Background: an optimization exercise with open tools, aiming at small area. Do not read the settings as production practice. For this run, only the layout was checked, not whether the RTL still works. Power figures rest on the tool's default switching activity, not on a simulated workload.

==> design.v <==
module qfb_if (
    input  wire        clk,
    input  wire        rst,         
    input  wire        a,
    input  wire        b,
    input  wire        z,
    input  wire        en,          
    input  wire        dirinv,      
    input  wire        zinv,        
    input  wire [1:0]  idxqual,     
    input  wire [9:0]  cwin,        
    input  wire [31:0] chg_hi,      
    input  wire [31:0] chg_lo,      
    input  wire [9:0]  zto,         
    input  wire [15:0] enc_cpr,     
    input  wire        wr,
    input  wire [2:0]  waddr,
    input  wire [31:0] wdata,
    input  wire        rearm,       
    output reg  [31:0] count,
    output reg  [31:0] idxcnt,
    output reg  [31:0] fbspeed,
    output reg  [15:0] idxdev,
    output reg  [15:0] hits,
    output reg  [15:0] merged,
    output reg  [15:0] phcnt,
    output reg  [7:0]  fbstat,
    output reg  [31:0] cmp,
    output reg         arm,
    output reg  [1:0]  idxmode,
    output reg         cntmeth,
    output reg         rev,
    output wire        hit
);
    localparam [2:0] A_CMP = 3'd0, A_SPACING = 3'd1, A_CTRL = 3'd2, A_IDXMODE = 3'd3,
                     A_PRESET = 3'd4, A_FBSTAT = 3'd5, A_MERGED = 3'd6, A_PHCNT = 3'd7;
    localparam [31:0] RATE_K   = 32'd3200000000;   
    localparam [31:0] SPD_MAX  = 32'h7FFFFFFF;
    reg [31:0] now;           
    reg [4:0]  stepc;         
    wire       step_end = (stepc == 5'd19);
    always @(posedge clk) begin
        if (rst) begin
            now   <= 32'd0;
            stepc <= 5'd0;
        end else begin
            now   <= now + 32'd1;
            stepc <= step_end ? 5'd0 : stepc + 5'd1;
        end
    end
    reg        a_s, b_s, z_s;       
    reg        a_p, b_p, zact_p;    
    reg        en_s;                
    always @(posedge clk) begin
        if (rst) begin
            a_s <= 1'b0; b_s <= 1'b0; z_s <= 1'b0; en_s <= 1'b0;
        end else begin
            a_s <= a; b_s <= b; z_s <= z; en_s <= en;
        end
    end
    reg        en_d;                
    wire       first = en_s & ~en_d;
    wire       zact  = z_s ^ zinv;
    wire       a_ch = a_s ^ a_p;
    wire       b_ch = b_s ^ b_p;
    wire       live = en_s & ~first;
    wire       d_step = live & (a_ch ^ b_ch);
    wire       d_pherr = live & a_ch & b_ch;
    wire       d_up_raw = a_ch ? (a_s ^ b_s) : ~(a_s ^ b_s);
    wire       d_up = d_up_raw ^ dirinv;
    reg        qual;
    always @(*) begin
        case (idxqual)
            2'd0: qual = 1'b1;
            2'd1: qual = a_s;
            2'd2: qual = b_s;
            default: qual = a_s & b_s;
        endcase
    end
    wire       d_idx = live & zact & ~zact_p & qual;
    always @(posedge clk) begin
        if (rst) begin
            a_p <= 1'b0; b_p <= 1'b0; zact_p <= 1'b0; en_d <= 1'b0;
        end else begin
            en_d <= en_s;
            if (en_s) begin
                a_p    <= a_s;
                b_p    <= b_s;
                zact_p <= zact;
            end
        end
    end
    reg        p1_step, p1_up, p1_pherr, p1_idx;
    reg        p2_step, p2_up, p2_pherr, p2_idx;
    always @(posedge clk) begin
        if (rst) begin
            p1_step <= 1'b0; p1_up <= 1'b0; p1_pherr <= 1'b0; p1_idx <= 1'b0;
            p2_step <= 1'b0; p2_up <= 1'b0; p2_pherr <= 1'b0; p2_idx <= 1'b0;
        end else begin
            p1_step <= d_step; p1_up <= d_up; p1_pherr <= d_pherr; p1_idx <= d_idx;
            p2_step <= p1_step; p2_up <= p1_up; p2_pherr <= p1_pherr; p2_idx <= p1_idx;
        end
    end
    wire [31:0] stepv = p2_step ? (p2_up ? 32'd1 : 32'hFFFFFFFF) : 32'd0;
    wire w_cmp     = wr & (waddr == A_CMP);
    wire w_spacing = wr & (waddr == A_SPACING);
    wire w_ctrl    = wr & (waddr == A_CTRL);
    wire w_idxmode = wr & (waddr == A_IDXMODE) & (wdata[1:0] != 2'd3);
    wire w_preset  = wr & (waddr == A_PRESET);
    wire w_fbstat  = wr & (waddr == A_FBSTAT);
    wire w_merged  = wr & (waddr == A_MERGED);
    wire w_phcnt   = wr & (waddr == A_PHCNT);
    reg  [31:0] spacing;
    reg         oneshot;
    reg  [7:0]  hitw;
    reg  [13:0] hitc;            
    reg  [31:0] idxnet;          
    reg         idxrev;          
    reg         idxseen;         
    reg         lastdir_up;      
    reg         anystep;         
    wire [31:0] base     = w_preset ? wdata : count;
    wire [31:0] newcount = base + stepv;
    wire        sp_up    = ~spacing[31];
    wire        do_hit   = p2_step & arm & (spacing != 32'd0) & (newcount == cmp) & (p2_up == sp_up);
    wire        do_clear = p2_idx & ((idxmode == 2'd1) | (idxmode == 2'd2));
    wire        reversal = p2_step & anystep & (p2_up != lastdir_up);
    wire [31:0] netnow   = idxnet + stepv;
    wire signed [32:0] devfull = $signed({netnow[31], netnow}) - $signed({17'd0, enc_cpr});
    wire [15:0] devsat = (devfull > 33'sd32767)  ? 16'h7FFF :
                         (devfull < -33'sd32767) ? 16'h8001 : devfull[15:0];
    wire [7:0]  hitw_eff = (hitw == 8'd0) ? 8'd1 : hitw;
    always @(posedge clk) begin
        if (rst) begin
            count   <= 32'd0;
            idxcnt  <= 32'd0;
            idxdev  <= 16'd0;
            hits    <= 16'd0;
            merged  <= 16'd0;
            phcnt   <= 16'd0;
            cmp     <= 32'd0;
            spacing <= 32'd0;
            arm     <= 1'b0;
            oneshot <= 1'b0;
            hitw    <= 8'd0;
            idxmode <= 2'd0;
            hitc    <= 14'd0;
            idxnet  <= 32'd0;
            idxrev  <= 1'b0;
            idxseen <= 1'b0;
            lastdir_up <= 1'b0;
            anystep <= 1'b0;
            rev     <= 1'b0;
        end else begin
            count <= do_clear ? 32'd0 : newcount;
            if (p2_idx) begin
                idxcnt <= newcount;
                if (idxseen && !(idxrev || reversal) && enc_cpr != 16'd0)
                    idxdev <= devsat;
                idxnet  <= 32'd0;
                idxrev  <= 1'b0;
                idxseen <= 1'b1;
            end else begin
                idxnet <= netnow;
                if (reversal)
                    idxrev <= 1'b1;
            end
            if (first)
                idxseen <= 1'b0;
            if (p2_step) begin
                lastdir_up <= p2_up;
                anystep    <= 1'b1;
                rev        <= ~p2_up;
            end
            if (first)
                anystep <= 1'b0;
            if (w_idxmode)
                idxmode <= wdata[1:0];
            else if (p2_idx && idxmode == 2'd2)
                idxmode <= 2'd0;
            if (do_hit)
                hits <= hits + 16'd1;
            if (w_cmp)
                cmp <= wdata;
            else if (do_hit)
                cmp <= cmp + spacing;
            if (w_spacing)
                spacing <= wdata;
            if (w_ctrl) begin
                arm     <= wdata[0];
                oneshot <= wdata[1];
                hitw    <= wdata[15:8];
            end else if (rearm)
                arm <= 1'b1;
            else if (do_hit && oneshot)
                arm <= 1'b0;
            if (do_hit)
                hitc <= hitw_eff * 14'd20;
            else if (hitc != 14'd0)
                hitc <= hitc - 14'd1;
            if (do_hit && hitc != 14'd0)
                merged <= (w_merged ? 16'd0 : merged) + ((merged == 16'hFFFF && !w_merged) ? 16'd0 : 16'd1);
            else if (w_merged)
                merged <= 16'd0;
            if (p2_pherr)
                phcnt <= (w_phcnt ? 16'd0 : phcnt) + ((phcnt == 16'hFFFF && !w_phcnt) ? 16'd0 : 16'd1);
            else if (w_phcnt)
                phcnt <= 16'd0;
        end
    end
    assign hit = (hitc != 14'd0);
    reg [31:0] st0, st1, st2, st3, st4;    
    reg [2:0]  nedge;                      
    reg        sdir_up;                    
    always @(posedge clk) begin
        if (rst) begin
            st0 <= 32'd0; st1 <= 32'd0; st2 <= 32'd0; st3 <= 32'd0; st4 <= 32'd0;
            nedge <= 3'd0;
            sdir_up <= 1'b0;
        end else if (first) begin
            nedge <= 3'd0;
        end else if (p2_step) begin
            st0 <= now;
            st1 <= st0; st2 <= st1; st3 <= st2; st4 <= st3;
            sdir_up <= p2_up;
            if (nedge == 3'd0 || p2_up != sdir_up)
                nedge <= 3'd1;
            else if (nedge != 3'd5)
                nedge <= nedge + 3'd1;
        end
    end
    wire [2:0]  k = (nedge >= 3'd5) ? 3'd4 : (nedge - 3'd1);
    reg  [31:0] stk;
    always @(*) begin
        case (k)
            3'd1:    stk = st1;
            3'd2:    stk = st2;
            3'd3:    stk = st3;
            default: stk = st4;
        endcase
    end
    wire [31:0] dt     = st0 - stk;
    wire [31:0] tsince = now - st0;
    wire [9:0]  zto_eff = (zto == 10'd0) ? 10'd100 : zto;
    wire [31:0] zto_ticks = zto_eff * 32'd200000;
    wire [34:0] tsince_k = tsince * k;
    wire [33:0] num_k    = RATE_K * k;
    wire [33:0] q_edges  = num_k / dt;           
    wire [31:0] q_since  = RATE_K / tsince;      
    wire [33:0] mag_sel  = (tsince_k > {3'd0, dt}) ? {2'd0, q_since} : q_edges;
    wire [31:0] mag      = (mag_sel > {2'd0, SPD_MAX}) ? SPD_MAX : mag_sel[31:0];
    wire        p_zero   = ~en_s | (nedge < 3'd2) | (tsince >= zto_ticks);
    wire [31:0] p_speed  = p_zero ? 32'd0 : (sdir_up ? mag : (~mag + 32'd1));
    wire [9:0]  cwin_eff = (cwin == 10'd0) ? 10'd100 : cwin;
    wire [20:0] wlen     = cwin_eff * 21'd2000;
    reg  [20:0] wcnt;
    reg  [21:0] wnet;             
    wire        win_end  = en_s & (wcnt == wlen - 21'd1);
    wire [21:0] wabs     = wnet[21] ? (~wnet + 22'd1) : wnet;
    wire [42:0] c_num    = wabs * 43'd1600000;
    wire [42:0] c_q      = c_num / cwin_eff;
    wire [31:0] c_mag    = (c_q > {11'd0, SPD_MAX}) ? SPD_MAX : c_q[31:0];
    wire [31:0] c_speed  = wnet[21] ? (~c_mag + 32'd1) : c_mag;
    wire [35:0] hi_units = ((chg_hi == 32'd0) ? 32'd1000000 : chg_hi) * 36'd16;
    wire [35:0] lo_units = ((chg_lo == 32'd0) ? 32'd750000  : chg_lo) * 36'd16;
    wire [31:0] fb_abs   = fbspeed[31] ? (~fbspeed + 32'd1) : fbspeed;
    always @(posedge clk) begin
        if (rst) begin
            wcnt    <= 21'd0;
            wnet    <= 22'd0;
            fbspeed <= 32'd0;
            cntmeth <= 1'b0;
        end else if (!en_s) begin
            wcnt    <= 21'd0;
            wnet    <= 22'd0;
            fbspeed <= 32'd0;
            cntmeth <= 1'b0;
        end else begin
            if (first || win_end) begin
                wcnt <= 21'd0;
                wnet <= stepv[21:0];
            end else begin
                wcnt <= wcnt + 21'd1;
                wnet <= wnet + stepv[21:0];
            end
            if (!cntmeth) begin
                if (step_end)
                    fbspeed <= p_speed;
                if (win_end && {4'd0, fb_abs} > hi_units)
                    cntmeth <= 1'b1;
            end else if (win_end) begin
                fbspeed <= c_speed;
                if ({4'd0, c_mag} < lo_units)
                    cntmeth <= 1'b0;
            end
        end
    end
    wire [7:0] st_set = {1'b0,
                         en_s & ((win_end & ~cntmeth & ({4'd0, fb_abs} > hi_units)) |
                                 (win_end & cntmeth & ({4'd0, c_mag} < lo_units))),
                         do_hit & (hitc != 14'd0),
                         do_hit,
                         p2_idx & do_clear,
                         p2_idx,
                         1'b0,
                         p2_pherr};
    always @(posedge clk) begin
        if (rst)
            fbstat <= 8'd0;
        else
            fbstat <= (fbstat & ~(w_fbstat ? wdata[7:0] : 8'd0)) | st_set;
    end
endmodule
==> run.sh <==
#!/bin/bash
# synth_recipe.tcl (not shown) runs the flow's synth.tcl, then flattens the netlist and writes it again
# the make line also repeats each setting of config.mk as NAME=value (left out here)
make -C /OpenROAD-flow-scripts/flow DESIGN_CONFIG=/design/flow/config.mk WORK_HOME=/design/flow/orfs CLKGATE_MAP_FILE= SYNTH_SCRIPT=/design/flow/synth_recipe.tcl finish
==> config.mk <==
export PLATFORM = sky130hd
export DESIGN_NAME = qfb_if
export DESIGN_NICKNAME = qfb_if
export VERILOG_FILES = /design/flow/design.v
export SDC_FILE = /design/flow/constraint.sdc
export NUM_CORES = 8
export LEC_CHECK = 0
export CAP_MARGIN = 20
export CORE_MARGIN = 2
export CORE_UTILIZATION = 40
export SLEW_MARGIN = 20
==> constraint.sdc <==
create_clock -name core_clock -period 200.0 [get_ports {clk}]
set_input_delay 40.0000 -clock core_clock [delete_from_list [all_inputs] [get_ports {clk}]]
set_output_delay 40.0000 -clock core_clock [all_outputs]
set_load 0.01 [all_outputs]
==> results.txt <==
-- through the flow --
stage                     utilization  hold slack [ns]  std cells
final                          0.4340           0.4072      23780
after global routing           0.4340           0.4231      23770
after CTS                      0.4335           0.3760      23760
after detailed placement       0.4268           0.4180      23640
after global placement         0.4268           0.4199      23640
after floorplan                     -           0.3972      19130
-- placed cells by master (no fill, tap or decap), drive strengths merged, types with 269 or more instances in the layout --
master	count
buf	269
nand3	374
nor3	796
a21o	412
o21bai	430
xor2	474
nor2	1995
o21ai	909
ha	2076
nand2	1811
nand4	310
a21oi	1862
clkdlybuf4s50	351
xnor2	1035
dfxtp	556
o21a	706
inv	1248
o31ai	345
mux2	304
-- logic make-up after synthesis --
kind of cell / Yosys count / share of synthesized area
mux: 467 / 0.03741
xor+xnor: 1511 / 0.09821
fa+ha+maj: 2225 / 0.2125
compound gates: 5657 / 0.2716
simple gates: 6827 / 0.2429
buf+inv: 1881 / 0.05563
flops: 556 / 0.08175
other cells: 1 / 0.00002754
-- layer usage --
layer | up-vias | wire length, microns | global-route usage
met5 | - | 17 | 0
met4 | 2 | 16740 | 0.08256
met3 | 588 | 23600 | 0.02697
met2 | 3290 | 205100 | 0.4160
met1 | 64270 | 208100 | 0.3340
li1 | 69380 | - | -
-- cell type report --
class                      count  area [sq um]
tap                         4536          5675
clock inverter                18         230.2
multi-input combinational  16690        117900
antenna                        5         12.51
clock buffer                  99          2033
timing repair buffer         620          5538
sequential                   556         11130
inverter                    1252          4702
fill                       35290        192000
-- repair_timing --
item | 4_1_cts | 5_1_grt
setup endpoints to repair | 0 | 32
buffers inserted | 0 | 9
gates resized for setup | 0 | 21
==> results.tsv <==
stage	metric	value	unit
status	outcome	timing/DRC/antenna clean	
synth	Yosys cell types	179	
sta	post-route setup slack	12.78	ns
clocking	H-tree depth	3	
cells_and_area	area growth from synthesis to layout	8.138	%
critical_path	Crit-path slowest cell	or4_1	
critical_path	worst-case reg-to-reg path depth	676	
synth	Post-synth EDFFs	0	
placement	Post-DP Area	144800	sq um
route	DR WL/cell	19.08	microns
placement	# port buffers	352	
critical_path	CP Buf/Inv Count	33	
clocking	CTS Buffer Depth	4	
power_and_ir_drop	Power Density	3587	nW/um^2
hold_path	worst hold start	st3[2]$_SDFFE_PP0P_	
route	drt first pass iters	8	
global_routing	first-pass GRT wire length	709.8	mm
power_and_ir_drop	Comb pwr share	1.000	
power_and_ir_drop	Sw Pwr	0.3031	W
floorplan	CORE AREA	339200	sq um
power_and_ir_drop	internal power	0.2251	W
critical_path	Reg2Reg Setup Slack	46.67	ns
critical_path	crit-path max cell delay	0.73	ns
power_and_ir_drop	switching share of power	0.5738	
power_and_ir_drop	Clock Power Share	0	
hold_path	WHS Endpoint	st4[2]$_SDFFE_PP0P_	
cells_and_area	layout cells sized above 1	0.06156	
placement	Setup Slack @ Placement	9.106	ns
synth	largest area contributor in the netlist	ha_1	
job	max-cap violations	0	
sta	Final Cycle Share	0.9361	
route	total wire length	453.5	mm
sta	max-slew violations	0	
critical_path	Startpoint Class	input pin	
synth	flops & latches, synth	556	
sta	minimum clock period	187.22	ns
global_routing	largest net degree at the start of global routing	91	
synth	FFs w/ async S/R, synth	0	
clocking	Clk Latency, worst-skew pair	0.80	ns
floorplan	I/O pin count	353	
cells_and_area	finished layout cell area	147200	sq um
critical_path	r2r endpoint	fbspeed[30]$_SDFFE_PP0P_	
critical_path	Critical path origin	cwin[0]	
global_routing	Congestion Overflow GR	0	
power_and_ir_drop	part of the power in registers	0	
route	Remaining DRCs	0	
critical_path	Critical Path Sink Type	flop	
floorplan	Die Height	587.4	microns
critical_path	Critical Path RT	200.61	ns
critical_path	RR Startpoint	wnet[0]$_SDFF_PP0_	
route	via count	137500	
synth	Gate Count Post-Synth	19130	
synth	Syn Std Cell Area	136100	sq um
floorplan	chip width	587.4	microns
clocking	clk sinks	556	
sta	final number of setup-violating endpoints	0	
sta	worst slew pin tran	1.162	ns
power_and_ir_drop	Clk. pwr	0.000131	W
route	antenna-violating nets left	0	
placement	HPWL after detailed placement	365.3	mm
synth	Synth warnings	1	
synth	top-area cell type share of the netlist area	0.1908	
critical_path	CP Depth	661	
critical_path	CP Max Fanout	43	
power_and_ir_drop	Top Consumer	combinational cells	
power_and_ir_drop	Power Sequential	0.000114	W
clocking	cts bufs inserted	72	
hold_path	Worst Hold Class	flop to flop	
power_and_ir_drop	Peak VDD IR	5.455	mV
critical_path	Setup CP Type	input pin to flop	
floorplan	initial core utilization	0.4013	
synth	syn_area_per_cell	7.119	sq um
synth	post-synthesis sequential area ratio	0.08175	
clocking	Clock transition at path regs	0.06	ns
clocking	clock root buffer	clkbuf_16	
floorplan	die area	345100	sq um
route	1st-iter DRT viols	10220	
critical_path	Critical path destination	fbspeed[30]$_SDFFE_PP0P_	
sta	Final Hold Fails	0	
sta	clock skew	0.06964	ns
clocking	CTS tree	done	
global_routing	GRT Overall Usage	0.2497	
synth	synth top area cells	ha_1 (19%), dfxtp_1 (8.2%), a21oi_1 (6.8%), xnor2_1 (6.6%), nor2_1 (5.5%)	
synth	cell with the most instances after synthesis	ha_1	
floorplan	row cnt	214	
power_and_ir_drop	reported leakage power	62.00	nW
critical_path	Most Frequent Cell on Critical Path	o21a_1	
critical_path	family with the most delay on the worst path	compound AO/OA/AOI/OAI gates	
sta	Total Neg Setup Slack	0	ns
synth	commonest cells in the netlist	ha_1 (2,076), nor2_1 (1,985), a21oi_1 (1,852)	
sta	max frequency	5.341	MHz
cells_and_area	Final Net Count	21560	
global_routing	initial antenna violation count	8	
placement	routability cong.	0.9626	
power_and_ir_drop	combinational gate power	0.528	W
sta	Rel. slew slack	0.2171	
hold_path	Hold Crit Depth	2	
clocking	Post-CTS Hold Buffers	0	
sta	RSZ-0062 raised after global routing	no	
power_and_ir_drop	overall power	0.5282	W
synth	Synth Flop Type	dfxtp_1	
route	Avg Vias per Cell	5.785	
critical_path	Crit path arrival time	187.84	ns
global_routing	number of global-route vias before repair	127400	

what the ideal ports hide:
No port has a modelled driver above. Below, the same layout with a new extraction and two added sets of constraints.
Step 1 sets driving cells, clkbuf_16 on the clock port and buf_2 on the other inputs (assumed; they add their load-dependent delay and slew).
Step 2 moves the port delays by t, midway between the first and last clock arrival at a register: inputs arrive t later, outputs are due t later. That takes back most of the time a late clock gives input paths.
Slacks: no drivers / after step 1 / after step 2; pairs: no drivers / after step 1.
t, ns: 0.877
setup slack, ns: 12.779 / 12.856 / 11.979
latest minus earliest clock arrival (ns): 0.076 / 0.076
After both steps setup and hold are still met in this run. The setup slack of this run moves by +0.077 ns with the drivers and by -0.800 ns with both steps.
